From an optimization exercise on the open Yosys and OpenROAD flow, aimed at small area, a short achievable clock period and few clock cycles per item; shortcuts taken in it are not production practice. At most, simulation tests tie the RTL to the original design; equivalence was not proved. For runs 1 and 2, only the layout was checked, not whether the RTL still works.

[flow/run.sh]
#!/bin/bash
# synth_recipe.tcl (not shown) runs the flow's synth.tcl, then flattens the netlist and writes it again
# the make line also repeats each setting of config.mk as NAME=value (left out here)
make -C /OpenROAD-flow-scripts/flow DESIGN_CONFIG=/design/flow/config.mk WORK_HOME=/design/flow/orfs CLKGATE_MAP_FILE= SYNTH_SCRIPT=/design/flow/synth_recipe.tcl finish
[flow/config.mk]
export PLATFORM = sky130hd
export DESIGN_NAME = aes256_line
export DESIGN_NICKNAME = aes256_line
export VERILOG_FILES = /design/flow/design.v
export SDC_FILE = /design/flow/constraint.sdc
export NUM_CORES = 4
export LEC_CHECK = 0
export ABC_CLOCK_PERIOD_IN_PS = 2900
export CAP_MARGIN = 20
export CORE_MARGIN = 2
export CORE_UTILIZATION = 40
export PLACE_DENSITY = 0.6
export SETUP_SLACK_MARGIN = 4.6
export SLEW_MARGIN = 20
[flow/constraint.sdc]
create_clock -name core_clock -period 7.5 [get_ports {clk}]
set_input_delay 1.5000 -clock core_clock [delete_from_list [all_inputs] [get_ports {clk}]]
set_output_delay 1.5000 -clock core_clock [all_outputs]
set_load 0.01 [all_outputs]
[flow/design.v]
module aes_sbox_q1 (
    input  wire [7:0]  a,
    output wire [11:0] m
);
    function [3:0] gf16_mul(input [3:0] p, input [3:0] q);
        reg [6:0] t;
        begin
            t = ({3'b0, p} & {7{q[0]}}) ^ ({2'b0, p, 1'b0} & {7{q[1]}}) ^
                ({1'b0, p, 2'b0} & {7{q[2]}}) ^ ({p, 3'b0} & {7{q[3]}});
            if (t[6]) t = t ^ 7'b1001100;
            if (t[5]) t = t ^ 7'b0100110;
            if (t[4]) t = t ^ 7'b0010011;
            gf16_mul = t[3:0];
        end
    endfunction
    wire [7:0] c;
    assign c[0] = a[0] ^ a[5] ^ a[7];
    assign c[1] = a[2];
    assign c[2] = a[2] ^ a[3] ^ a[4] ^ a[5] ^ a[6] ^ a[7];
    assign c[3] = a[3] ^ a[4];
    assign c[4] = a[4] ^ a[5] ^ a[6];
    assign c[5] = a[1] ^ a[4] ^ a[6] ^ a[7];
    assign c[6] = a[2] ^ a[3] ^ a[5] ^ a[7];
    assign c[7] = a[5] ^ a[7];
    wire [3:0] ah = c[7:4];
    wire [3:0] al = c[3:0];
    wire [3:0] d  = gf16_mul(gf16_mul(ah, ah), 4'd8) ^ gf16_mul(ah, al) ^ gf16_mul(al, al);
    assign m = {ah, ah ^ al, d};
endmodule
module aes_sbox_q2 (
    input  wire [11:0] m,
    output wire [7:0]  z
);
    function [3:0] gf16_mul(input [3:0] p, input [3:0] q);
        reg [6:0] t;
        begin
            t = ({3'b0, p} & {7{q[0]}}) ^ ({2'b0, p, 1'b0} & {7{q[1]}}) ^
                ({1'b0, p, 2'b0} & {7{q[2]}}) ^ ({p, 3'b0} & {7{q[3]}});
            if (t[6]) t = t ^ 7'b1001100;
            if (t[5]) t = t ^ 7'b0100110;
            if (t[4]) t = t ^ 7'b0010011;
            gf16_mul = t[3:0];
        end
    endfunction
    function [3:0] gf16_inv(input [3:0] p);
        case (p)
            4'd0: gf16_inv = 4'd0;
            4'd1: gf16_inv = 4'd1;
            4'd2: gf16_inv = 4'd9;
            4'd3: gf16_inv = 4'd14;
            4'd4: gf16_inv = 4'd13;
            4'd5: gf16_inv = 4'd11;
            4'd6: gf16_inv = 4'd7;
            4'd7: gf16_inv = 4'd6;
            4'd8: gf16_inv = 4'd15;
            4'd9: gf16_inv = 4'd2;
            4'd10: gf16_inv = 4'd12;
            4'd11: gf16_inv = 4'd5;
            4'd12: gf16_inv = 4'd10;
            4'd13: gf16_inv = 4'd4;
            4'd14: gf16_inv = 4'd3;
            4'd15: gf16_inv = 4'd8;
            default: gf16_inv = 4'd0;
        endcase
    endfunction
    wire [3:0] di = gf16_inv(m[3:0]);
    assign z = {gf16_mul(m[11:8], di), gf16_mul(m[7:4], di)};
endmodule
module aes_sbox_q3 (
    input  wire [7:0] z,
    output wire [7:0] y
);
    assign y[0] = z[0] ^ z[2] ^ z[6] ^ 1'b1;
    assign y[1] = z[0] ^ z[1] ^ z[2] ^ z[3] ^ z[4] ^ z[5] ^ 1'b1;
    assign y[2] = z[0] ^ z[3] ^ z[5] ^ z[6];
    assign y[3] = z[0] ^ z[2] ^ z[5];
    assign y[4] = z[0] ^ z[1] ^ z[3] ^ z[4] ^ z[5];
    assign y[5] = z[1] ^ z[2] ^ z[3] ^ z[5] ^ z[6] ^ z[7] ^ 1'b1;
    assign y[6] = z[4] ^ z[6] ^ z[7] ^ 1'b1;
    assign y[7] = z[1] ^ z[2];
endmodule
module aes256_line (
    input  wire         clk,
    input  wire         rst,         
    input  wire         in_valid,
    output wire         in_ready,
    input  wire [255:0] in_key,
    input  wire [127:0] in_data,
    output reg          out_valid,
    input  wire         out_ready,
    output wire [127:0] out_data
);
    reg         a_valid, b_valid, c_valid;
    reg         a_park,  b_park,  c_park;    
    reg [1:0]   a_tag,   b_tag,   c_tag;     
    reg [3:0]   a_round, b_round, c_round;   
    reg [255:0] a_kwin,  b_kwin,  c_kwin;    
    reg [127:0] a_state;
    reg [191:0] b_m;         
    reg [47:0]  b_km;        
    reg [127:0] c_z;         
    reg [31:0]  c_kz;        
    reg [1:0]   head;        
    reg [1:0]   tail;        
    reg [127:0] out_reg;
    assign out_data = out_reg;
    wire finish   = !c_park && (c_round == 4'd14);
    wire done     = c_valid && (finish || c_park);
    wire oldest   = (c_tag == head);
    wire out_free = !out_valid || out_ready;
    wire c_go     = done && oldest && out_free;
    assign in_ready = !c_valid || (done && oldest && !out_valid);
    wire load     = in_valid && in_ready;
    genvar g;
    wire [191:0] m1;
    wire [47:0]  km1;
    generate
        for (g = 0; g < 16; g = g + 1) begin : g_q1
            aes_sbox_q1 u_q1 (.a(a_state[127-8*g -: 8]), .m(m1[191-12*g -: 12]));
        end
        for (g = 0; g < 4; g = g + 1) begin : g_kq1
            aes_sbox_q1 u_q1 (.a(a_kwin[31-8*g -: 8]), .m(km1[47-12*g -: 12]));
        end
    endgenerate
    wire [127:0] z2;
    wire [31:0]  kz2;
    generate
        for (g = 0; g < 16; g = g + 1) begin : g_q2
            aes_sbox_q2 u_q2 (.m(b_m[191-12*g -: 12]), .z(z2[127-8*g -: 8]));
        end
        for (g = 0; g < 4; g = g + 1) begin : g_kq2
            aes_sbox_q2 u_q2 (.m(b_km[47-12*g -: 12]), .z(kz2[31-8*g -: 8]));
        end
    endgenerate
    wire [127:0] sub_bytes;
    wire [31:0]  sub_word;   
    generate
        for (g = 0; g < 16; g = g + 1) begin : g_q3
            aes_sbox_q3 u_q3 (.z(c_z[127-8*g -: 8]), .y(sub_bytes[127-8*g -: 8]));
        end
        for (g = 0; g < 4; g = g + 1) begin : g_kq3
            aes_sbox_q3 u_q3 (.z(c_kz[31-8*g -: 8]), .y(sub_word[31-8*g -: 8]));
        end
    endgenerate
    wire [127:0] shift_rows;
    generate
        for (g = 0; g < 16; g = g + 1) begin : g_sr
            localparam integer R = g % 4;
            localparam integer C = g / 4;
            localparam integer SRC = 4 * ((C + R) % 4) + R;
            assign shift_rows[127-8*g -: 8] = sub_bytes[127-8*SRC -: 8];
        end
    endgenerate
    function [7:0] xtime(input [7:0] b);
        xtime = {b[6:0], 1'b0} ^ (b[7] ? 8'h1b : 8'h00);
    endfunction
    function [31:0] mix_column(input [31:0] col);
        reg [7:0] a0, a1, a2, a3;
        begin
            a0 = col[31:24]; a1 = col[23:16]; a2 = col[15:8]; a3 = col[7:0];
            mix_column[31:24] = xtime(a0) ^ xtime(a1) ^ a1 ^ a2 ^ a3;
            mix_column[23:16] = a0 ^ xtime(a1) ^ xtime(a2) ^ a2 ^ a3;
            mix_column[15:8]  = a0 ^ a1 ^ xtime(a2) ^ xtime(a3) ^ a3;
            mix_column[7:0]   = xtime(a0) ^ a0 ^ a1 ^ a2 ^ xtime(a3);
        end
    endfunction
    wire [127:0] mix_columns = {mix_column(shift_rows[127:96]), mix_column(shift_rows[95:64]),
                                mix_column(shift_rows[63:32]),  mix_column(shift_rows[31:0])};
    wire [127:0] round_key = c_kwin[127:0];
    wire [127:0] round_out = mix_columns ^ round_key;    
    wire [127:0] final_out = shift_rows ^ round_key;     
    reg [7:0] rcon;
    always @(*) begin
        case (c_round[3:1])
            3'd0: rcon = 8'h01;
            3'd1: rcon = 8'h02;
            3'd2: rcon = 8'h04;
            3'd3: rcon = 8'h08;
            3'd4: rcon = 8'h10;
            3'd5: rcon = 8'h20;
            default: rcon = 8'h40;
        endcase
    end
    wire [31:0] temp = c_round[0] ? {sub_word[23:16] ^ rcon, sub_word[15:0], sub_word[31:24]}
                                  : sub_word;
    wire [31:0] p0 = c_kwin[255:224];
    wire [31:0] p1 = p0 ^ c_kwin[223:192];
    wire [31:0] p2 = p1 ^ c_kwin[191:160];
    wire [31:0] p3 = p2 ^ c_kwin[159:128];
    wire [127:0] next_words = {p0 ^ temp, p1 ^ temp, p2 ^ temp, p3 ^ temp};
    always @(posedge clk) begin
        if (rst) begin
            a_valid   <= 1'b0;
            b_valid   <= 1'b0;
            c_valid   <= 1'b0;
            out_valid <= 1'b0;
            head      <= 2'd0;
            tail      <= 2'd0;
        end else begin
            b_valid <= a_valid;
            c_valid <= b_valid;
            a_valid <= load || (c_valid && !c_go);
            if (load)
                tail <= tail + 2'd1;
            if (c_go) begin
                head      <= head + 2'd1;
                out_valid <= 1'b1;
            end else if (out_ready) begin
                out_valid <= 1'b0;
            end
        end
    end
    always @(posedge clk) begin
        b_park  <= a_park;
        b_tag   <= a_tag;
        b_round <= a_round;
        b_kwin  <= a_kwin;
        b_m     <= m1;
        b_km    <= km1;
        c_park  <= b_park;
        c_tag   <= b_tag;
        c_round <= b_round;
        c_kwin  <= b_kwin;
        c_z     <= z2;
        c_kz    <= kz2;
        if (load) begin
            a_park  <= 1'b0;
            a_tag   <= tail;
            a_round <= 4'd1;
            a_state <= in_data ^ in_key[255:128];
            a_kwin  <= in_key;
        end else begin
            a_park  <= c_park || finish;
            a_tag   <= c_tag;
            a_round <= c_round + 4'd1;
            a_state <= round_out;
            a_kwin  <= {c_kwin[127:0], c_park ? c_kwin[127:0] : finish ? final_out : next_words};
        end
        if (c_go)
            out_reg <= c_park ? c_kwin[127:0] : final_out;
    end
endmodule
==> results.cfg, run 1 <==
[cts]
htreeDepth = 4
cts.path.max_buffers = 3
cts_root_buffer = clkbuf_16
clock-sinks = 1453
tritoncts = done
cts_buffers = 156
clk_pin_slew_worst_paths_ps = 60
clk-insertion-delay-late_ps = 840
postCtsHoldBufs = 0

[synthesis]
synth-async-reset-ratio = 0
ys_top_cells_by_area = dfxtp_1 (36%), xnor2_1 (19%), xor2_1 (8.6%), nand2_1 (6.5%), edfxtp_1 (5.1%)
synth-edff-count = 128
synth-main-ff-cell = dfxtp_1
netlist_area_mm2 = 0.07470
synth-simple-area-share = 0.1111
synth_compound_area_frac = 0.06849
yosysUniqueCellTypes = 85
synth_area_leader_cell = dfxtp_1
muxShareOfSynthArea = 0.03464
synthCells = 7826
avgSynthCellArea_um2 = 9.546
ys_warn_count = 3
synth_top_family_by_area = XOR/XNOR gates
synth_nets = 8436
synth_xor_area_frac = 0.3097
ys_ff_latch = 1453
synth_adder_area_share = 0.03907
yosysSeqAreaShare = 0.4065
synth_top_area_frac = 0.3551

[worst_setup_path]
arrival_ps = 1990
cp_max_fo = 2
slowest_stage = dfxtp_2
required_ps = 6000
setup.worst_path.start_class = register
cp-end-kind = output pin
path_class = register to output pin
path_cells = buf_12 > inv_16 > ha_4 > a31o_4 > nand3_2 > o21ai_2 > buf_6
max_stage_delay_ps = 330

[sta]
worstMarginPinSlew_ps = 1184
slew_viol_final = 0
final-setup-viol-count = 0
post-route-min-period_ps = 3488
slew_headroom = 0.2081
fmax_mhz = 286.7
finalHoldViolations = 0
setup-tns-final_ps = 0
rsz0062_at_grt = true
fin_skew_ps = 46.54
post-route-period-util = 0.4651

[floorplanning]
die_w_um = 436.2
die_h_um = 436.2
rows = 158
ioPinCount = 518
start_util = 0.4029
dieArea_mm2 = 0.1902
core_mm2 = 0.1854

[placement]
gp_congestion = 0.9572
detailed_place_hpwl_um = 197600
dpl_cell_area_mm2 = 0.08308
io_buffers = 517

[final_layout]
drive_above_1_share = 0.1961
syn_to_final_growth_pct = 28.84
postLayoutCellArea_mm2 = 0.09625
top_regs = a_kwin: 256 flops, b_kwin: 256 flops, c_kwin: 256 flops
final_nets = 9246
fin_util = 0.5190

[drt]
drt_iter0_drc = 4581
detail_route.wl_per_cell_um = 23.61
viasPerCell = 5.064
drc = 0
dr.pass1.iters = 6
vias = 57003
ant_nets = 0
postRouteWirelength_um = 265800

[global_routing]
antenna_found_initial = 12
gr-total-overflow = 0
grt_pass1_wl_um = 375100
grt_max_degree = 135
grt_pass1_vias = 55351
grt_usage = 0.2681

[run_status]
status = complete, no violations

[hold_path]
hold_class = register to register

[flow_run]
maxCapViolations = 0
-- critical path, delay by kind of cell, from the launching register on --
family	cells	cell delay [ps]
fa+ha+maj	1	130
compound gates	2	310
simple gates	1	70
flops	1	330
buf+inv	3	340
-- kinds of logic after synthesis --
logic type               Yosys count
XOR/XNOR                        2475
AND/OR/NAND/NOR                 1999
AO/OA/AOI/OAI                    855
adder cells (fa/ha/maj)          236
multiplexers                     232
buffers and inverters            576
flip-flops                      1453
-- per-stage QoR --
step / cells / hold WS, ps / setup WS (ps)
2_1_floorplan: 7826 / 309.6 / 3409
3_3_place_gp: 10524 / 309.6 / 3210
3_5_place_dp: 10524 / 312.1 / 3206
4_1_cts: 11055 / 311.4 / 3964
5_1_grt: 11250 / 306.8 / 3947
6_report: 11257 / 302.2 / 4012
-- cell usage after synthesis (all sizes together) (37+ instances only) --
master     n
dfxtp   1325
a22oi     44
xor2     745
xnor2   1658
mux2      42
nand2   1293
buf       84
mux2i    173
ha       222
edfxtp   128
o21ai    302
nand3     48
nor3      42
nand2b    76
nor2     382
clkbuf   269
xnor3     63
nor2b     37
a21oi    259
inv      217
-- final cells by class --
type / count / area [µm²]
fill: 16556 / 89190
multi-input combinational: 5802 / 47250
sequential: 1453 / 30790
timing repair buffer: 1000 / 8700
clock buffer: 218 / 4506
tap: 2480 / 3103
clock inverter: 69 / 968.4
inverter: 223 / 900.9
antenna: 12 / 30.03
-- worst paths after layout --
check	from	endpoint	slack, ps	cells after the start
worst min-delay path	b_kwin[208]$_DFF_P_	c_kwin[208]$_DFF_P_	300	0
worst max-delay path	c_round[0]$_DFF_P_	in_ready	4010	7
worst min register to register	b_kwin[208]$_DFF_P_	c_kwin[208]$_DFF_P_	300	0
worst max register to register	a_kwin[13]$_DFF_P_	g_kq2[2].u_q2.di[0]$_DFF_P_	4230	13
-- cell usage in the layout, fill, tap and decap left out, drive strengths merged, types with 24 or more instances in the layout --
cell type,Yosys,final
a211oi,31,31
a21oi,259,259
a22oi,44,44
a31oi,35,35
buf,84,608
clkbuf,269,221
clkdlybuf4s50,0,386
clkinv,6,37
dfxtp,1325,1325
edfxtp,128,128
ha,222,222
inv,217,228
mux2,42,42
mux2i,173,173
nand2,1293,1293
nand2b,76,76
nand3,48,48
nand3b,29,29
nor2,382,382
nor2b,37,37
nor3,42,42
nor3b,24,24
o211ai,26,26
o21ai,302,302
xnor2,1658,1659
xnor3,63,63
xor2,745,746
-- routing by layer --
metal / GRT usage / up-vias / share of wire
li1: - / 26829 / -
met1: 0.3314 / 27879 / 0.40
met2: 0.4422 / 1782 / 0.47
met3: 0.03357 / 509 / 0.050
met4: 0.1696 / 4 / 0.071
met5: 0 / - / 0.000064
-- timing repair --
item,in CTS,in global routing
setup buffers,237,188
endpoints found under the setup margin,744,152
resized for setup,1112,347
cloned,7,2
pin swaps,172,234
==> run 2: changes to the inputs <==
--- a/flow/design.v
+++ b/flow/design.v
@@ -110,6 +110,9 @@
     wire out_free = !out_valid || out_ready;
     wire c_go     = done && oldest && out_free;
-    assign in_ready = !c_valid || (done && oldest && !out_valid);
+    reg  in_ready_r;
+    assign in_ready = in_ready_r;
     wire load     = in_valid && in_ready;
+    wire [1:0] head_next      = c_go ? head + 2'd1 : head;
+    wire       out_valid_next = c_go || (out_valid && !out_ready);
     genvar g;
     wire [191:0] m1;
@@ -197,5 +200,8 @@
             head      <= 2'd0;
             tail      <= 2'd0;
+            in_ready_r <= 1'b1;
         end else begin
+            in_ready_r <= !b_valid || ((b_park || b_round == 4'd14) &&
+                                       b_tag == head_next && !out_valid_next);
             b_valid <= a_valid;
             c_valid <= b_valid;
@@ -203,10 +209,6 @@
             if (load)
                 tail <= tail + 2'd1;
-            if (c_go) begin
-                head      <= head + 2'd1;
-                out_valid <= 1'b1;
-            end else if (out_ready) begin
-                out_valid <= 1'b0;
-            end
+            head      <= head_next;
+            out_valid <= out_valid_next;
         end
     end
==> results.cfg, run 2 <==
[run_status]
status = complete, no violations

[cts]
cts_buffers = 158
clk-insertion-delay-late_ps = 830
clock-sinks = 1454
cts.path.max_buffers = 3
htreeDepth = 4
postCtsHoldBufs = 0
tritoncts = done
cts_root_buffer = clkbuf_16
clk_pin_slew_worst_paths_ps = 70

[floorplanning]
ioPinCount = 518
start_util = 0.4022
die_h_um = 438.3
rows = 159
core_mm2 = 0.1876
die_w_um = 438.3
dieArea_mm2 = 0.1921

[drt]
ant_nets = 0
drc = 0
vias = 58023
detail_route.wl_per_cell_um = 23.85
postRouteWirelength_um = 271800
drt_iter0_drc = 4722
dr.pass1.iters = 10
viasPerCell = 5.091

[synthesis]
synth_top_family_by_area = XOR/XNOR gates
synth-main-ff-cell = dfxtp_1
yosysSeqAreaShare = 0.4027
synth-async-reset-ratio = 0
avgSynthCellArea_um2 = 9.482
synth_adder_area_share = 0.03880
ys_ff_latch = 1454
netlist_area_mm2 = 0.07546
synthTopCellsByCount = xnor2_1 (1607), dfxtp_1 (1326), nand2_1 (1317), xor2_1 (717), nor2_1 (429)
synth_nets = 8568
synth_compound_area_frac = 0.07440
synthCells = 7958
ys_warn_count = 3
synth_xor_area_frac = 0.3081
synth_area_leader_cell = dfxtp_1
ys_top_cells_by_area = dfxtp_1 (35%), xnor2_1 (19%), xor2_1 (8.3%), nand2_1 (6.6%), edfxtp_1 (5.1%)
yosysUniqueCellTypes = 86
synth-simple-area-share = 0.1134
synth-edff-count = 128
post-synth-top-count-cell = xnor2_1
muxShareOfSynthArea = 0.03230
synth_top_area_frac = 0.3518

[global_routing]
antenna_found_initial = 11
grt_max_degree = 141
grt_pass1_wl_um = 380900
grt_usage = 0.2706
grt_pass1_vias = 55811
gr-total-overflow = 0

[worst_setup_path]
path_class = register to register
cp_max_fo = 3
arrival_ps = 3850
required_ps = 8200
r2r_cells = 15
reg2reg_slack_ps = 4350
cp-end-kind = register
setup.worst_path.start_class = register

[placement]
dpl_cell_area_mm2 = 0.08382
dp_slack_ps = 3216
io_buffers = 517
dp_cells = 10660
gp_congestion = 0.9612
detailed_place_hpwl_um = 201000

[sta]
finalHoldViolations = 0
slew_headroom = 0.1750
fmax_mhz = 317.4
worstMarginPinSlew_ps = 1229
fin_skew_ps = 24.13
post-route-period-util = 0.4201
rsz0062_at_grt = true
setup-tns-final_ps = 0
slew_viol_final = 0
final-setup-viol-count = 0
setup_ws_ps = 4349
post-route-min-period_ps = 3151

[final_layout]
fill_cells = 16768
syn_to_final_growth_pct = 28.61
final_nets = 9371
final_common_cell = xnor2_1
postLayoutCellArea_mm2 = 0.09705
drive_above_1_share = 0.1933
top_regs = a_kwin: 256 flops, b_kwin: 256 flops, c_kwin: 256 flops
layout.cells.non_filler = 11398
final_cell_mix = xnor2_1 (1347), nand2_1 (1314), dfxtp_1 (1192), xor2_1 (638), nor2_1 (420)

[hold_path]
hold_class = register to register
min_path_cells = 0

[flow_run]
maxCapViolations = 0
[run 2: final cells by class]
class / instances / area [µm²] / area share
antenna: 7 / 17.52 / 0.0001805
tap: 2495 / 3122 / 0.03217
clock inverter: 85 / 1047 / 0.01079
inverter: 201 / 808.3 / 0.008329
multi-input combinational: 5941 / 47900 / 0.4935
timing repair buffer: 1005 / 8859 / 0.09128
clock buffer: 210 / 4486 / 0.04622
sequential: 1454 / 30810 / 0.3175
[run 2: cells by family after synthesis]
| kind of cell | count (synthesis) |
|---|---|
| compound gates | 944 |
| buf+inv | 567 |
| flops | 1454 |
| mux | 222 |
| fa+ha+maj | 237 |
| xor+xnor | 2468 |
| simple gates | 2066 |
[run 2: timing repair]
action,4_1_cts,5_1_grt
setup buffers,214,212
gates cloned,6,4
setup endpoints to repair,558,316
gates resized for setup,1044,369
endpoints found under the hold margin,0,0
pin swaps,161,214
[run 2: path summary, 6_finish.rpt]
path	startpoint	end
hold reg to reg	a_kwin[88]$_DFF_P_	b_kwin[88]$_DFF_P_
hold / removal	a_kwin[88]$_DFF_P_	b_kwin[88]$_DFF_P_
setup reg to reg	a_kwin[13]$_DFF_P_	g_kq2[2].u_q2.di[0]$_DFF_P_
setup / recovery	a_kwin[13]$_DFF_P_	g_kq2[2].u_q2.di[0]$_DFF_P_
[run 2: critical path: stages (launching register included)]
cell and delay (ps):
dfxtp_4 380, xnor2_4 180, inv_4 70, xnor2_4 180
xnor2_2 150, ha_2 220, xnor2_2 120, xnor2_2 150
xor2_1 200, xnor2_1 180, xnor2_2 170, xor2_2 190
inv_2 90, ha_4 270, inv_2 30, mux4_2 430
[run 2: routing by layer]
layer | vias to the layer above | part of all wire | GRT usage | routed length [µm]
li1 | 27297 | - | - | -
met3 | 585 | 0.057 | 0.03860 | 15410
met4 | 6 | 0.079 | 0.1877 | 21490
met2 | 1904 | 0.47 | 0.4417 | 127900
met5 | - | 0.00014 | 0 | 39
met1 | 28231 | 0.39 | 0.3293 | 106900
[run 2: per-stage QoR]
step	hold slack (ps)	util
global placement	310.0	0.4468
floorplan	309.6	-
detailed placement	312.1	0.4468
finish	311.1	0.5173
CTS	315.5	0.4971
global route	322.9	0.5173
==> run 3: changes to the inputs <==
--- a/flow/design.v
+++ b/flow/design.v
@@ -44,23 +44,14 @@
     endfunction
     function [3:0] gf16_inv(input [3:0] p);
-        case (p)
-            4'd0: gf16_inv = 4'd0;
-            4'd1: gf16_inv = 4'd1;
-            4'd2: gf16_inv = 4'd9;
-            4'd3: gf16_inv = 4'd14;
-            4'd4: gf16_inv = 4'd13;
-            4'd5: gf16_inv = 4'd11;
-            4'd6: gf16_inv = 4'd7;
-            4'd7: gf16_inv = 4'd6;
-            4'd8: gf16_inv = 4'd15;
-            4'd9: gf16_inv = 4'd2;
-            4'd10: gf16_inv = 4'd12;
-            4'd11: gf16_inv = 4'd5;
-            4'd12: gf16_inv = 4'd10;
-            4'd13: gf16_inv = 4'd4;
-            4'd14: gf16_inv = 4'd3;
-            4'd15: gf16_inv = 4'd8;
-            default: gf16_inv = 4'd0;
-        endcase
+        begin
+            gf16_inv[0] = p[0] ^ p[1] ^ p[2] ^ (p[0] & p[2]) ^ (p[1] & p[2]) ^
+                          (p[0] & p[1] & p[2]) ^ p[3] ^ (p[1] & p[2] & p[3]);
+            gf16_inv[1] = (p[0] & p[1]) ^ (p[0] & p[2]) ^ (p[1] & p[2]) ^ p[3] ^
+                          (p[1] & p[3]) ^ (p[0] & p[1] & p[3]);
+            gf16_inv[2] = (p[0] & p[1]) ^ p[2] ^ (p[0] & p[2]) ^ p[3] ^
+                          (p[0] & p[3]) ^ (p[0] & p[2] & p[3]);
+            gf16_inv[3] = p[1] ^ p[2] ^ p[3] ^ (p[0] & p[3]) ^ (p[1] & p[3]) ^
+                          (p[2] & p[3]) ^ (p[1] & p[2] & p[3]);
+        end
     endfunction
     wire [3:0] di = gf16_inv(m[3:0]);
--- a/flow/config.mk
+++ b/flow/config.mk
@@ -6,9 +6,9 @@
 export NUM_CORES = 4
 export LEC_CHECK = 0
-export ABC_CLOCK_PERIOD_IN_PS = 2900
+export ABC_CLOCK_PERIOD_IN_PS = 2800
 export CAP_MARGIN = 20
 export CORE_MARGIN = 2
 export CORE_UTILIZATION = 40
 export PLACE_DENSITY = 0.6
-export SETUP_SLACK_MARGIN = 4.6
+export SETUP_SLACK_MARGIN = 4.7
 export SLEW_MARGIN = 20
==> results.cfg, run 3 <==
[run_status]
status = complete, no violations

[sta]
fmax_mhz = 317.2
slew_headroom = 0.1835
setup_ws_ps = 4348
post-route-min-period_ps = 3152
slew_viol_final = 0
final-setup-viol-count = 0
post-route-period-util = 0.4203
worstMarginPinSlew_ps = 1216
fin_skew_ps = 35.87
finalHoldViolations = 0
rsz0062_at_grt = true
setup-tns-final_ps = 0

[worst_setup_path]
max_stage_delay_ps = 610
slowest_stage = edfxtp_1
path_cells = buf_6
crit_cells = 1
cp_max_fo = 1
arrival_ps = 1650
required_ps = 6000
path_class = register to output pin
cp_top_family = flip-flops
cp_num_buf_inv = 1
setup.worst_path.start_class = register
cp-end-kind = output pin
r2r_cells = 6

[cts]
htreeDepth = 4
clk-insertion-delay-late_ps = 830
cts.path.max_buffers = 3
postCtsHoldBufs = 0
tritoncts = done
cts_buffers = 159
clock-sinks = 1454
cts_root_buffer = clkbuf_16
clk_pin_slew_worst_paths_ps = 70

[synthesis]
synth_area_leader_cell = dfxtp_1
ys_ff_latch = 1454
synth_nets = 8318
ys_top_cells_by_area = dfxtp_1 (36%), xnor2_1 (18%), xor2_1 (10%), nand2_1 (7.3%), edfxtp_1 (5.2%)
synthTopCellsByCount = xnor2_1 (1515), nand2_1 (1428), dfxtp_1 (1326), xor2_1 (853), nor2_1 (452)
synthCells = 7788
synth_top_area_frac = 0.3594
yosysUniqueCellTypes = 77
synth-async-reset-ratio = 0
synth-main-ff-cell = dfxtp_1
netlist_area_mm2 = 0.07387
synth-edff-count = 128
avgSynthCellArea_um2 = 9.485
ys_warn_count = 3
post-synth-top-count-cell = xnor2_1
yosysSeqAreaShare = 0.4114

[placement]
io_buffers = 517
dpl_cell_area_mm2 = 0.08144
gp_congestion = 0.9733
dp_slack_ps = 3137
detailed_place_hpwl_um = 201300

[global_routing]
grt_pass1_wl_um = 368800
grt_usage = 0.2714
antenna_found_initial = 8
grt_pass1_vias = 53029
gr-total-overflow = 0
grt_max_degree = 152

[final_layout]
final_common_cell = nand2_1
final_cell_mix = nand2_1 (1424), xnor2_1 (1408), dfxtp_1 (1252), xor2_1 (781), nor2_1 (451)
drive_above_1_share = 0.1124
top_regs = a_kwin: 256 flops, b_kwin: 256 flops, c_kwin: 256 flops
postLayoutCellArea_mm2 = 0.08897
syn_to_final_growth_pct = 20.45
final_nets = 8800

[drt]
detail_route.wl_per_cell_um = 24.08
drc = 0
postRouteWirelength_um = 261800
drt_iter0_drc = 4254
dr.pass1.iters = 5
ant_nets = 0
vias = 54663
viasPerCell = 5.028

[hold_path]
min_path_cells = 0
hold_class = register to register

[floorplanning]
start_util = 0.4030
die_h_um = 433.7
dieArea_mm2 = 0.1881
ioPinCount = 518
core_mm2 = 0.1833
rows = 157
die_w_um = 433.7

[flow_run]
maxCapViolations = 0
[run 3: cell count changes after synthesis, sizes merged, moves of 22 or more]
cell,delta
o21ba,+26
xnor3,+70
buf,-37
o21ai,-28
nand3b,-23
mux2i,-103
nor2,+22
a21oi,-39
nand2b,-63
xnor2,-144
ha,-100
nand2,+111
xor2,+118
[run 3: final timing paths]
check / start / end / slack (ps)
max reg2reg: c_kz[31]$_DFF_P_ / a_kwin[38]$_DFF_P_ / 4670
min reg2reg: b_kwin[68]$_DFF_P_ / c_kwin[68]$_DFF_P_ / 310
min: b_kwin[68]$_DFF_P_ / c_kwin[68]$_DFF_P_ / 310
max: out_reg[92]$_DFFE_PP_ / out_data[92] / 4350
[run 3: layout make-up]
cell class,instances,area [µm²]
Fill cell,17117,94300
Multi-Input combinational cell,5838,43550
Sequential cell,1454,30510
Timing Repair Buffer,629,5769
Clock buffer,223,4593
Tap cell,2464,3083
Clock inverter,72,742.0
Inverter,188,720.7
Antenna cell,3,7.507
[run 3: routing by layer]
layer  GRT usage  vias to the layer above  part of all wire
met5           0                        -          0.000050
met4      0.1843                        2             0.079
met3     0.03578                      516             0.048
met2      0.4503                     1628              0.48
met1      0.3275                    26437              0.40
li1            -                    26080                 -
[run 3: what timing repair did]
action,4_1_cts,5_1_grt
gates cloned,8,0
endpoints found under the hold margin,0,0
pin swaps,12,26
resized for setup,731,180
setup endpoints to repair,697,309
buffers inserted,25,33
[run 3: kinds of logic (layout without fill, tap and decap cells)]
family                     Yosys count  after routing  share of synthesized area
xor gates and xnor gates          2512           2512                     0.3246
and+or+nand+nor                   2144           2148                     0.1178
DFF                               1454           1454                     0.4114
AOI/OAI and AO/OA                  915            916                    0.07695
buffers and inverters              501           1112                    0.02617
adders and majority gates          152            152                    0.02744
muxes                              110            110                    0.01568
other                                0              3                          0
[run 3: stage by stage]
stage | hold slack (ps) | utilization | std cells
2_1_floorplan | 309.6 | - | 7788
3_3_place_gp | 309.8 | 0.4442 | 10506
3_5_place_dp | 312.1 | 0.4443 | 10507
4_1_cts | 312.7 | 0.4787 | 10835
5_1_grt | 316.9 | 0.4855 | 10871
6_report | 305.8 | 0.4855 | 10871
Testbench counts of run 3, summed over its fixed seeds: cycles 5,456, blocks 384.
==> run 4: changes to the inputs <==
==> flow/flow/run.sh (new file) <==
#!/bin/bash
# Own flow: the standard layout (standard.sh) with two changes:
#  - Yosys's ABC technology mapping uses flow/abc_area.script, an area-oriented
#    script, in place of ORFS's speed script; everything else in synthesis
#    (register mapping, flattening, renaming) is the standard synthesis;
#  - the port buffers that placement inserts on every input and output are
#    buf_4 cells rather than the delay cell buffer_ports picks by default.
# The make output goes to orfs_make.log; ORFS keeps each tool's log in orfs/logs.
set -euo pipefail
W=$(pwd)
sed "s#^source \$::env(SCRIPTS_DIR)/synth.tcl#source $W/my_synth_core.tcl#" synth_recipe.tcl > my_synth.tcl
grep -q my_synth_core.tcl my_synth.tcl
sed 's#^  log_cmd abc {\*}\$abc_args#  set abc_args [lreplace $abc_args 1 1 $::env(MY_ABC_SCRIPT)]\n  log_cmd abc {*}$abc_args#' \
    "$FLOW_HOME/scripts/synth.tcl" > my_synth_core.tcl
grep -q MY_ABC_SCRIPT my_synth_core.tcl
sed -E "s#SYNTH_SCRIPT=[^ ]+#SYNTH_SCRIPT=$W/my_synth.tcl BUFFER_PORTS_ARGS='-buffer_cell sky130_fd_sc_hd__buf_4'#" standard.sh > my_standard.sh
grep -q "SYNTH_SCRIPT=$W/my_synth.tcl" my_standard.sh
export MY_ABC_SCRIPT=$W/flow/abc_area.script
bash my_standard.sh > orfs_make.log 2>&1
==> flow/flow/abc_area.script (new file) <==
strash
&get -n
&fraig -x
&put
dc2
strash
&get -n
&dch -f
&nf
&put
==> flow/standard.sh (new file) <==
#!/bin/bash
# synth_recipe.tcl (not shown) runs the flow's synth.tcl, then flattens the netlist and writes it again
# the make line also repeats each setting of config.mk as NAME=value (left out here)
make -C /OpenROAD-flow-scripts/flow DESIGN_CONFIG=/design/flow/config.mk WORK_HOME=/design/flow/orfs CLKGATE_MAP_FILE= SYNTH_SCRIPT=/design/flow/synth_recipe.tcl "${@:-finish}"
removed: flow/run.sh
==> results.cfg, run 4 <==
[run_status]
status = complete, no violations

[cts]
clk-insertion-delay-late_ps = 820
postCtsHoldBufs = 0
htreeDepth = 4
tritoncts = done
cts.path.max_buffers = 3
cts_buffers = 157
clock-sinks = 1454
cts_root_buffer = clkbuf_16
clk_pin_slew_worst_paths_ps = 70

[hold_path]
hold_class = register to register
min_path_cells = 0
hold_end = b_kwin[78]$_DFF_P_
worstHoldStart = a_kwin[78]$_DFF_P_

[placement]
detailed_place_hpwl_um = 169300
dp_cells = 9549
gp_congestion = 0.9236
io_buffers = 517

[final_layout]
multiInputGateArea_mm2 = 0.03991
top_regs = a_kwin: 256 flops, b_kwin: 256 flops, c_kwin: 256 flops
syn_to_final_growth_pct = 22.91
layout.cells.non_filler = 9912
final_nets = 8072
final_cell_mix = xnor2_1 (1453), dfxtp_1 (1273), nand2_1 (1260), xor2_1 (804), buf_4 (480)
final_common_cell = xnor2_1
fill_cells = 15648
seqCellArea_mm2 = 0.03048
drive_above_1_share = 0.1561

[sta]
rsz0062_at_grt = true
fin_skew_ps = 39.09
post-route-period-util = 0.3984
setup-tns-final_ps = 0
worstMarginPinSlew_ps = 1109
fmax_mhz = 334.7
worst_hold_slack_ps = 313.1
post-route-min-period_ps = 2988
final-setup-viol-count = 0
slew_viol_final = 0
finalHoldViolations = 0
slew_headroom = 0.2551

[worst_setup_path]
arrival_ps = 1490
r2r_cells = 7
path_class = register to output pin
cp_max_fo = 1
setup.worst_path.start_class = register
worstReg2RegStart = c_kz[23]$_DFF_P_
cp-end-kind = output pin
cp_top_family = flip-flops
r2r_end = a_kwin[22]$_DFF_P_
max_stage_delay_ps = 500
cp_num_buf_inv = 1
required_ps = 6000
reg2reg_slack_ps = 4720
path_cells = buf_6
slowest_stage = edfxtp_1

[global_routing]
gr-total-overflow = 0
antenna_found_initial = 10
grt_pass1_wl_um = 316400
grt_pass1_vias = 47642
grt_max_degree = 188
grt_usage = 0.2473

[synthesis]
yosysSeqAreaShare = 0.4418
synthTopCellsByCount = xnor2_1 (1566), dfxtp_1 (1326), nand2_1 (1263), xor2_1 (881), o21ai_0 (278)
synth_adder_area_share = 0.02801
synth_compound_area_frac = 0.05047
muxShareOfSynthArea = 0.008294
ys_warn_count = 3
synth-simple-area-share = 0.1043
synth_area_leader_cell = dfxtp_1
ys_ff_latch = 1454
ys_top_cells_by_area = dfxtp_1 (39%), xnor2_1 (20%), xor2_1 (11%), nand2_1 (6.9%), edfxtp_1 (5.6%)
synth_top_area_frac = 0.3859
synth-main-ff-cell = dfxtp_1
netlist_area_mm2 = 0.06879
synth_xor_area_frac = 0.3589
synth_top_family_by_area = XOR/XNOR gates
synth_nets = 7290
synth-edff-count = 128
post-synth-top-count-cell = xnor2_1
yosysUniqueCellTypes = 37
synth-async-reset-ratio = 0
synthCells = 6760
avgSynthCellArea_um2 = 10.18

[floorplanning]
core_mm2 = 0.1712
dieArea_mm2 = 0.1753
start_util = 0.4019
die_w_um = 418.7
rows = 152
ioPinCount = 518
die_h_um = 418.7

[drt]
postRouteWirelength_um = 221100
drc = 0
dr.pass1.iters = 6
viasPerCell = 4.838
ant_nets = 0
drt_iter0_drc = 3463
vias = 47956
detail_route.wl_per_cell_um = 22.30

[flow_run]
maxCapViolations = 0
==> run 4: logic make-up after synthesis <==
family / Yosys count
AO/OA/AOI/OAI: 608
XOR/XNOR: 2589
adder cells (fa/ha/maj): 142
buffers and inverters: 152
flip-flops: 1454
multiplexers: 57
AND/OR/NAND/NOR: 1758
==> run 4: final cells by class <==
class                   instances  area share
flip-flops and latches       1454      0.3605
inverters                     152    0.007133
clock buffers                 208     0.05262
multi-input cells            5157      0.4720
repair buffers                619     0.06239
diodes                          6   0.0001776
repair inverters                1   0.0003552
clock inverters                82     0.01178
well taps                    2233     0.03305
==> run 4: stage by stage <==
| stage | worst slack [ps] | utilization | instance area, µm² |
|---|---|---|---|
| floorplan | 1986 | - | 68910 |
| global placement | 3484 | 0.4436 | 75930 |
| detailed placement | 3545 | 0.4437 | 75940 |
| CTS | 4464 | 0.4862 | 83220 |
| global route | 4500 | 0.4939 | 84540 |
| finish | 4512 | 0.4940 | 84550 |
==> run 4: how the worst max path moves through the flow <==
stage	startpoint	end	slack, ps	cells after the start
floorplan	in_valid	a_kwin[97]$_DFF_P_	1990	4
global placement	in_valid	a_kwin[16]$_DFF_P_	3480	6
detailed placement	in_valid	a_kwin[16]$_DFF_P_	3540	6
CTS	out_reg[6]$_DFFE_PP_	out_data[6]	4460	1
global route	out_reg[6]$_DFFE_PP_	out_data[6]	4500	1
finish	out_reg[6]$_DFFE_PP_	out_data[6]	4510	1
==> run 4: repair_timing <==
item	CTS	global route
setup endpoints to repair	501	377
gates cloned	3	2
pin swaps	28	38
gates resized for setup	307	171
buffers inserted	25	36
==> run 4: routing by layer <==
layer,wire (µm),vias to the layer above,global-route usage
met2,105600,1243,0.4172
li1,-,23321,-
met4,14050,0,0.1388
met1,91180,23034,0.3039
met3,10260,358,0.03291
met5,0,-,0
==> run 5: changes to the inputs <==
--- a/flow/design.v
+++ b/flow/design.v
@@ -217,5 +217,5 @@
         c_z     <= z2;
         c_kz    <= kz2;
-        if (load) begin
+        if (in_ready_r) begin
             a_park  <= 1'b0;
             a_tag   <= tail;
==> results.cfg, run 5 <==
[sta]
slew_viol_final = 0
finalHoldViolations = 0
rsz0062_at_grt = true
slew_headroom = 0.2033
setup-tns-final_ps = 0
fin_skew_ps = 38.38
post-route-period-util = 0.4035
final-setup-viol-count = 0
post-route-min-period_ps = 3026
worstMarginPinSlew_ps = 1187
fmax_mhz = 330.4

[cts]
clock-sinks = 1454
clk-insertion-delay-late_ps = 830
tritoncts = done
cts.path.max_buffers = 3
htreeDepth = 4
clk_pin_slew_worst_paths_ps = 60
cts_root_buffer = clkbuf_16
cts_buffers = 158
postCtsHoldBufs = 0

[floorplanning]
dieArea_mm2 = 0.1750
start_util = 0.4015
core_mm2 = 0.1710
die_h_um = 418.3
ioPinCount = 518
die_w_um = 418.3
rows = 152

[worst_setup_path]
r2r_cells = 6
reg2reg_slack_ps = 4660
cp_max_fo = 1
r2r_end = a_state[51]$_DFF_P_
worstReg2RegStart = c_z[69]$_DFF_P_
startpoint = out_reg[40]$_DFFE_PP_
slowest_stage = edfxtp_1
path_cells = buf_6
max_stage_delay_ps = 530
crit_path_end = out_data[40]
cp_top_family = flip-flops
arrival_ps = 1530
cp-end-kind = output pin
crit_cells = 1
cp_num_buf_inv = 1
path_class = register to output pin
setup.worst_path.start_class = register
required_ps = 6000

[synthesis]
synthCells = 6459
synth_nets = 6989
synth-async-reset-ratio = 0
synth_area_leader_cell = dfxtp_1
ys_ff_latch = 1454
avgSynthCellArea_um2 = 10.63
synth-edff-count = 128
yosysUniqueCellTypes = 39
netlist_area_mm2 = 0.06865
post-synth-top-count-cell = xnor2_1
ys_warn_count = 3
ys_top_cells_by_area = dfxtp_1 (39%), xnor2_1 (20%), xor2_1 (11%), edfxtp_1 (5.6%), nand2_1 (5.0%)
synth-main-ff-cell = dfxtp_1
synthTopCellsByCount = xnor2_1 (1583), dfxtp_1 (1326), nand2_1 (920), xor2_1 (880), o21ai_0 (258)
synth_top_area_frac = 0.3867
yosysSeqAreaShare = 0.4427

[drt]
wl_met1_um = 96290
viasPerCell = 4.948
wl_met3_um = 12800
detail_route.wl_per_cell_um = 23.68
drc = 0
ant_nets = 0
dr.pass1.iters = 5
highest_layer = met5
drt_iter0_drc = 3560
postRouteWirelength_um = 228300
dr_wl_met2_um = 106700
vias = 47705

[placement]
gp_congestion = 0.9266
detailed_place_hpwl_um = 173300
io_buffers = 517
dp_cells = 9254

[global_routing]
gr-total-overflow = 0
grt_pass1_wl_um = 322500
grt_max_degree = 166
antenna_found_initial = 12
grt_usage = 0.2548
grt_pass1_vias = 46586

[final_layout]
drive_above_1_share = 0.1627
syn_to_final_growth_pct = 23.07
final_cell_mix = xnor2_1 (1468), dfxtp_1 (1289), nand2_1 (918), xor2_1 (787), buf_4 (512)
layout.cells.non_filler = 9642
top_regs = a_kwin: 256 flops, b_kwin: 256 flops, c_kwin: 256 flops
final_nets = 7802
final_common_cell = xnor2_1

[run_status]
status = complete, no violations

[hold_path]
hold_class = register to register

[flow_run]
maxCapViolations = 0
==> run 5: kinds of logic (layout without fill, tap and decap cells) <==
family / count (synthesis) / after routing / synth area share
xor+xnor: 2601 / 2601 / 0.3603
flops: 1454 / 1454 / 0.4427
simple gates: 1384 / 1385 / 0.08457
compound gates: 552 / 552 / 0.04735
mux: 185 / 185 / 0.02936
fa+ha+maj: 142 / 142 / 0.02807
buf+inv: 141 / 1082 / 0.007710
other cells: 0 / 8 / 0
==> run 5: repair_timing <==
action,4_1_cts,5_1_grt
endpoints found under the setup margin,504,264
setup buffers,29,57
resized for setup,248,208
pin swaps,23,37
gates cloned,5,0
==> run 5: cell type report <==
class	count	area [µm²]
fill	15517	86490
multi-input combinational	4865	39810
sequential	1454	30450
timing repair buffer	651	5583
clock buffer	210	4364
tap	2233	2794
clock inverter	79	870.8
inverter	141	563.0
timing repair inverter	1	30.03
antenna	8	20.02
==> run 5: worst min path at each step <==
| stage | start | end | slack, ps | cells past startpoint |
|---|---|---|---|---|
| after floorplan | a_kwin[100]$_DFF_P_ | b_kwin[100]$_DFF_P_ | 310 | 0 |
| after CTS | a_kwin[48]$_DFF_P_ | b_kwin[48]$_DFF_P_ | 300 | 0 |
| after global placement | a_kwin[147]$_DFF_P_ | b_kwin[147]$_DFF_P_ | 310 | 0 |
| final | a_kwin[178]$_DFF_P_ | b_kwin[178]$_DFF_P_ | 300 | 0 |
| after detailed placement | b_kwin[14]$_DFF_P_ | c_kwin[14]$_DFF_P_ | 310 | 0 |
| after global routing | a_kwin[178]$_DFF_P_ | b_kwin[178]$_DFF_P_ | 300 | 0 |
==> run 5: per-stage QoR <==
step,hold WS [ps],area [µm²],setup WS [ps],utilization
final,301.9,84480,4474,0.4941
after global routing,300.7,84470,4477,0.4941
after CTS,298.0,82800,4408,0.4843
after detailed placement,312.1,75820,3732,0.4435
after global placement,309.6,75820,3760,0.4435
after floorplan,309.6,68720,1074,-
==> run 5: metal layers <==
metal / global-route usage / up-vias
li1: - / 22530
met1: 0.3297 / 23230
met2: 0.4162 / 1545
met3: 0.03549 / 398
met4: 0.1269 / 2
met5: 0 / -
Testbench counts of run 5, summed over its fixed seeds: cycles 5,456, blocks 384.
==> run 6: changes to the inputs <==
--- a/flow/flow/run.sh
+++ b/flow/flow/run.sh
@@ -5,5 +5,5 @@
 #    (register mapping, flattening, renaming) is the standard synthesis;
 #  - the port buffers that placement inserts on every input and output are
-#    buf_4 cells rather than the delay cell buffer_ports picks by default.
+#    buf_2 cells rather than the delay cell buffer_ports picks by default.
 # The make output goes to orfs_make.log; ORFS keeps each tool's log in orfs/logs.
 set -euo pipefail
@@ -14,5 +14,5 @@
     "$FLOW_HOME/scripts/synth.tcl" > my_synth_core.tcl
 grep -q MY_ABC_SCRIPT my_synth_core.tcl
-sed -E "s#SYNTH_SCRIPT=[^ ]+#SYNTH_SCRIPT=$W/my_synth.tcl BUFFER_PORTS_ARGS='-buffer_cell sky130_fd_sc_hd__buf_4'#" standard.sh > my_standard.sh
+sed -E "s#SYNTH_SCRIPT=[^ ]+#SYNTH_SCRIPT=$W/my_synth.tcl BUFFER_PORTS_ARGS='-buffer_cell sky130_fd_sc_hd__buf_2'#" standard.sh > my_standard.sh
 grep -q "SYNTH_SCRIPT=$W/my_synth.tcl" my_standard.sh
 export MY_ABC_SCRIPT=$W/flow/abc_area.script
--- a/flow/config.mk
+++ b/flow/config.mk
@@ -10,4 +10,6 @@
 export CORE_MARGIN = 2
 export CORE_UTILIZATION = 40
+export CTS_CLUSTER_DIAMETER = 120
+export CTS_CLUSTER_SIZE = 26
 export PLACE_DENSITY = 0.6
 export SETUP_SLACK_MARGIN = 4.7
==> results.cfg, run 6 <==
[placement]
gp_congestion = 0.9292
dpl_cell_area_mm2 = 0.07453
io_buffers = 517
dp_slack_ps = 3662
detailed_place_hpwl_um = 173500

[worst_setup_path]
cp-end-kind = output pin
cp_num_buf_inv = 1
path_class = register to output pin
setup.worst_path.start_class = register
r2r_end = a_state[34]$_DFF_P_
r2r_cells = 6
crit_cells = 1
cp_top_family = flip-flops
path_cells = buf_2
worstReg2RegStart = in_ready_r$_SDFF_PP1_
crit_path_end = out_data[40]
required_ps = 6000
startpoint = out_reg[40]$_DFFE_PP_
slowest_stage = edfxtp_1
cp_max_fo = 1
arrival_ps = 1490
max_stage_delay_ps = 550
reg2reg_slack_ps = 4690

[cts]
cts_root_buffer = clkbuf_16
tritoncts = done
cts_buffers = 66
clock-sinks = 1454
clk-insertion-delay-late_ps = 740
clk_pin_slew_worst_paths_ps = 100
htreeDepth = 3
cts.path.max_buffers = 3

[floorplanning]
ioPinCount = 518
start_util = 0.4015
die_w_um = 418.3
core_mm2 = 0.1710
dieArea_mm2 = 0.1750
rows = 152
die_h_um = 418.3

[synthesis]
ys_warn_count = 3
netlist_area_mm2 = 0.06865
synthCells = 6459
synthTopCellsByCount = xnor2_1 (1583), dfxtp_1 (1326), nand2_1 (920), xor2_1 (880), o21ai_0 (258)
yosysUniqueCellTypes = 39
synth_area_leader_cell = dfxtp_1
yosysSeqAreaShare = 0.4427
synth_top_area_frac = 0.3867
synth-async-reset-ratio = 0
ys_top_cells_by_area = dfxtp_1 (39%), xnor2_1 (20%), xor2_1 (11%), edfxtp_1 (5.6%), nand2_1 (5.0%)
synth-main-ff-cell = dfxtp_1
ys_ff_latch = 1454
post-synth-top-count-cell = xnor2_1
synth_nets = 6989
synth-edff-count = 128
avgSynthCellArea_um2 = 10.63

[flow_run]
maxCapViolations = 0

[sta]
setup_ws_ps = 4512
slew_viol_final = 0
finalHoldViolations = 0
final-setup-viol-count = 0
post-route-min-period_ps = 2988
fin_skew_ps = 51.26
worstMarginPinSlew_ps = 1225
setup-tns-final_ps = 0
slew_headroom = 0.1836
rsz0062_at_grt = true
fmax_mhz = 334.6
post-route-period-util = 0.3984

[final_layout]
postLayoutCellArea_mm2 = 0.07891
fill_cells = 15948
top_regs = a_kwin: 256 flops, b_kwin: 256 flops, c_kwin: 256 flops
final_nets = 7698
syn_to_final_growth_pct = 14.95
final_common_cell = xnor2_1
drive_above_1_share = 0.1370
final_cell_mix = xnor2_1 (1487), dfxtp_1 (1278), nand2_1 (918), xor2_1 (803), buf_2 (517)

[run_status]
status = complete, no violations

[drt]
dr.pass1.iters = 6
vias = 46641
drc = 0
drt_iter0_drc = 3966
postRouteWirelength_um = 223500
ant_nets = 0
detail_route.wl_per_cell_um = 23.68
viasPerCell = 4.941

[global_routing]
grt_pass1_vias = 45685
grt_pass1_wl_um = 316200
grt_usage = 0.2493
gr-total-overflow = 0
antenna_found_initial = 21
grt_max_degree = 151

[hold_path]
hold_class = register to register
## run 6: cells by family (layout without fill, tap and decap cells)
family | after synthesis | after routing | synth area share
DFF | 1454 | 1454 | 0.4427
muxes | 185 | 185 | 0.02936
and+or+nand+nor | 1384 | 1385 | 0.08457
other | 0 | 4 | 0
AOI/OAI and AO/OA | 552 | 552 | 0.04735
buffers and inverters | 141 | 884 | 0.007710
adders and majority gates | 142 | 142 | 0.02807
xor gates and xnor gates | 2601 | 2601 | 0.3603
## run 6: cell type report
type	count	area (µm²)	share of cell area
Clock inverter	9	93.84	0.001189
Timing Repair inverter	1	30.03	0.0003805
Tap cell	2233	2794	0.03541
Inverter	141	563.0	0.007135
Multi-Input combinational cell	4865	39530	0.5009
Sequential cell	1454	30470	0.3862
Clock buffer	94	1757	0.02226
Timing Repair Buffer	639	3664	0.04643
Antenna cell	4	10.01	0.0001268
## run 6: worst min-delay path by stage
| stage | startpoint | to | slack, ps | depth (start not counted) |
|---|---|---|---|---|
| 4_1_cts | a_tag[0]$_DFF_P_ | b_tag[0]$_DFF_P_ | 310 | 0 |
| 5_1_grt | a_kwin[239]$_DFF_P_ | b_kwin[239]$_DFF_P_ | 320 | 0 |
| 6_report | a_kwin[182]$_DFF_P_ | b_kwin[182]$_DFF_P_ | 310 | 0 |
| 2_1_floorplan | a_kwin[100]$_DFF_P_ | b_kwin[100]$_DFF_P_ | 310 | 0 |
| 3_3_place_gp | b_kwin[101]$_DFF_P_ | c_kwin[101]$_DFF_P_ | 310 | 0 |
| 3_5_place_dp | a_kwin[224]$_DFF_P_ | b_kwin[224]$_DFF_P_ | 310 | 0 |
## run 6: layer usage
layer / vias up / part of all wire / GRT usage
li1: 22228 / - / -
met1: 22699 / 0.43 / 0.3248
met2: 1372 / 0.47 / 0.4148
met3: 338 / 0.050 / 0.02848
met4: 4 / 0.051 / 0.1119
met5: - / 0.00012 / 0
## run 6: timing repair
action | CTS | global route
gates resized for setup | 167 | 153
pin swaps | 14 | 40
endpoints found under the setup margin | 493 | 242
hold buffers | 0 | 0
setup buffers | 21 | 51
cloned | 2 | 0
## run 6: metrics by stage
stage | hold slack (ps) | util | cells
2_1_floorplan | 309.6 | - | 6459
3_3_place_gp | 309.5 | 0.4359 | 9258
3_5_place_dp | 312.1 | 0.4359 | 9258
4_1_cts | 310.1 | 0.4540 | 9384
5_1_grt | 321.2 | 0.4615 | 9436
6_report | 313.5 | 0.4615 | 9440
==> run 7: changes to the inputs <==
==> flow/flow/abc_area.script (replaced) <==
strash
&get -n
&fraig -x
&put
dc2
strash
&get -n
&dch -f
&nf -R 1000
&put
--- a/flow/config.mk
+++ b/flow/config.mk
@@ -9,8 +9,8 @@
 export CAP_MARGIN = 20
 export CORE_MARGIN = 2
-export CORE_UTILIZATION = 40
+export CORE_UTILIZATION = 45
 export CTS_CLUSTER_DIAMETER = 120
 export CTS_CLUSTER_SIZE = 26
-export PLACE_DENSITY = 0.6
+export PLACE_DENSITY = 0.7
 export SETUP_SLACK_MARGIN = 4.7
 export SLEW_MARGIN = 20
==> results.cfg, run 7 <==
[run_status]
status = complete, no violations

[synthesis]
synthCells = 6518
netlist_area_mm2 = 0.06697
avgSynthCellArea_um2 = 10.27
synth-async-reset-ratio = 0
synth_area_leader_cell = dfxtp_1
ys_warn_count = 3
synth_top_area_frac = 0.3964
synthTopCellsByCount = xnor2_1 (1813), dfxtp_1 (1326), nand2_1 (1027), xor2_1 (880), o21ai_0 (288)
synth-edff-count = 128
ys_ff_latch = 1454
yosysSeqAreaShare = 0.4538
synth-main-ff-cell = dfxtp_1
post-synth-top-count-cell = xnor2_1
yosysUniqueCellTypes = 31
synth_nets = 7048
ys_top_cells_by_area = dfxtp_1 (40%), xnor2_1 (24%), xor2_1 (12%), nand2_1 (5.8%), edfxtp_1 (5.7%)

[sta]
finalHoldViolations = 0
slew_viol_final = 0
fin_skew_ps = 30.61
slew_headroom = 0.2262
final-setup-viol-count = 0
worst_hold_slack_ps = 321.7
setup-tns-final_ps = 0
post-route-period-util = 0.3873
worstMarginPinSlew_ps = 1152
post-route-min-period_ps = 2905
rsz0062_at_grt = true
fmax_mhz = 344.2

[floorplanning]
rows = 141
core_mm2 = 0.1477
start_util = 0.4535
die_w_um = 389.8
ioPinCount = 518
die_h_um = 389.8
dieArea_mm2 = 0.1519

[cts]
tritoncts = done
clk-insertion-delay-late_ps = 700
cts_root_buffer = clkbuf_16
clock-sinks = 1454
clk_pin_slew_worst_paths_ps = 100
cts.path.max_buffers = 3
htreeDepth = 3
cts_buffers = 66

[drt]
vias = 46512
detail_route.wl_per_cell_um = 22.63
postRouteWirelength_um = 208300
drt_iter0_drc = 3807
drc = 0
viasPerCell = 5.052
dr.pass1.iters = 6
ant_nets = 0

[worst_setup_path]
crit_cells = 1
max_stage_delay_ps = 510
arrival_ps = 1400
path_class = register to output pin
slowest_stage = edfxtp_1
cp-end-kind = output pin
r2r_cells = 12
setup.worst_path.start_class = register
reg2reg_slack_ps = 4680
cp_top_family = flip-flops
cp_num_buf_inv = 1
worstReg2RegStart = c_kz[21]$_DFF_P_
cp_max_fo = 1
required_ps = 6000
r2r_end = a_kwin[26]$_DFF_P_
path_cells = buf_2

[global_routing]
gr-total-overflow = 0
grt_max_degree = 157
grt_pass1_wl_um = 299300
antenna_found_initial = 14
grt_pass1_vias = 45892
grt_usage = 0.2658

[final_layout]
drive_above_1_share = 0.1456
final_common_cell = xnor2_1
final_nets = 7764
final_cell_mix = xnor2_1 (1667), dfxtp_1 (1281), nand2_1 (1026), xor2_1 (755), buf_2 (513)
fill_cells = 13019
syn_to_final_growth_pct = 16.38
top_regs = a_kwin: 256 flops, b_kwin: 256 flops, c_kwin: 256 flops

[hold_path]
min_path_cells = 0
worstHoldStart = a_kwin[89]$_DFF_P_
hold_end = b_kwin[89]$_DFF_P_
hold_class = register to register

[flow_run]
maxCapViolations = 0

[placement]
detailed_place_hpwl_um = 160900
io_buffers = 517
gp_congestion = 0.9430
-- run 7: cell types whose count changed after synthesis, sizes merged, moves of 15 or more --
cell | before | now
nand2 | 920 | 1027
nand2b | 89 | 65
xnor3 | 96 | 0
mux2i | 54 | 37
nand3 | 87 | 22
a31o | 15 | 0
clkinv | 141 | 121
o21ai | 258 | 288
xor3 | 42 | 0
a21oi | 110 | 148
xnor2 | 1583 | 1813
-- run 7: worst max path at each step --
stage / startpoint / end / slack [ps]
3_3_place_gp: c_kz[21]$_DFF_P_ / a_kwin[26]$_DFF_P_ / 3560
4_1_cts: c_kz[19]$_DFF_P_ / a_kwin[26]$_DFF_P_ / 4570
2_1_floorplan: out_ready / in_ready_r$_SDFF_PP1_ / 950
6_report: out_reg[41]$_DFFE_PP_ / out_data[41] / 4600
5_1_grt: out_reg[41]$_DFFE_PP_ / out_data[41] / 4570
3_5_place_dp: c_kz[21]$_DFF_P_ / a_kwin[26]$_DFF_P_ / 3530
-- run 7: routing by layer --
metal / track usage / share of wire / wire [µm]
met1: 0.3450 / 0.42 / 87660
met2: 0.4338 / 0.46 / 96470
met3: 0.03416 / 0.058 / 12070
met4: 0.1367 / 0.058 / 12090
met5: 0 / 0.00012 / 26
-- run 7: cells by family (layout without fill, tap and decap cells) --
logic type	count (synthesis)	count (layout)	share of synthesized area
xor+xnor	2693	2693	0.3522
flops	1454	1454	0.4538
simple gates	1351	1351	0.08121
compound gates	590	590	0.04988
mux	167	167	0.02739
fa+ha+maj	142	142	0.02877
buf+inv	121	875	0.006782
other cells	0	5	0
-- run 7: cell type report --
class	instances	area [µm²]	share of cell area
flip-flops and latches	1454	30460	0.3908
repair buffers	647	3861	0.04954
inverters	121	486.7	0.006245
clock inverters	3	37.54	0.0004816
multi-input cells	4943	38720	0.4968
diodes	5	12.51	0.0001605
repair inverters	1	30.03	0.0003853
well taps	1930	2415	0.03098
clock buffers	103	1918	0.02461
-- run 7: timing repair --
| action | CTS | global route |
|---|---|---|
| endpoints found under the hold margin | 0 | 0 |
| buffers inserted | 37 | 52 |
| gates resized for setup | 202 | 200 |
| endpoints found under the setup margin | 305 | 290 |
| pin swaps | 30 | 63 |
| gates cloned | 1 | 1 |
| hold buffers | 0 | 0 |
-- run 7: per-stage QoR --
| step | setup slack, ps | cell area [µm²] | util | cells |
|---|---|---|---|---|
| final | 4595 | 77940 | 0.5278 | 9207 |
| after global routing | 4571 | 77930 | 0.5278 | 9202 |
| after CTS | 4566 | 76170 | 0.5158 | 9149 |
| after detailed placement | 3530 | 72380 | 0.4902 | 9005 |
| after global placement | 3562 | 72370 | 0.4901 | 9005 |
| after floorplan | 953.7 | 67020 | - | 6518 |

-- separate check: timing with driven ports --
In the flow no input, the clock included, has a driving cell. The finished layouts below were timed again as built, in two steps. Step 1, drivers: a clkbuf_16 drives clk and a buf_2 each remaining input, both assumed. Step 2, shift: input delay + t, output delay - t, t = (earliest + latest rising clock arrival at the registers) / 2. This alone moves slack from input paths to output paths. Three values: ideal, step 1, step 2; two values: the first two.
| run | t, ns | setup WS [ns] | hold WS [ns] |
|---|---|---|---|
| run 1 | 0.904 | 4.012 / 3.923 / 3.727 | 0.302 / 0.302 / 0.302 |
| run 2 | 0.893 | 4.349 / 4.275 / 3.665 | 0.311 / 0.311 / 0.311 |
| run 3 | 0.899 | 4.348 / 4.256 / 3.897 | 0.306 / 0.306 / 0.306 |
| run 4 | 0.882 | 4.512 / 4.430 / 3.854 | 0.313 / 0.313 / 0.313 |
| run 5 | 0.895 | 4.474 / 4.390 / 4.607 | 0.302 / 0.302 / 0.302 |
| run 6 | 0.798 | 4.512 / 4.431 / 4.554 | 0.314 / 0.314 / 0.314 |
| run 7 | 0.766 | 4.595 / 4.519 / 4.440 | 0.322 / 0.322 / 0.322 |
After both steps setup and hold are still met in every run listed. The setup slack of run 2, which loses most, moves by -0.074 ns with the drivers and by -0.684 ns with both steps.
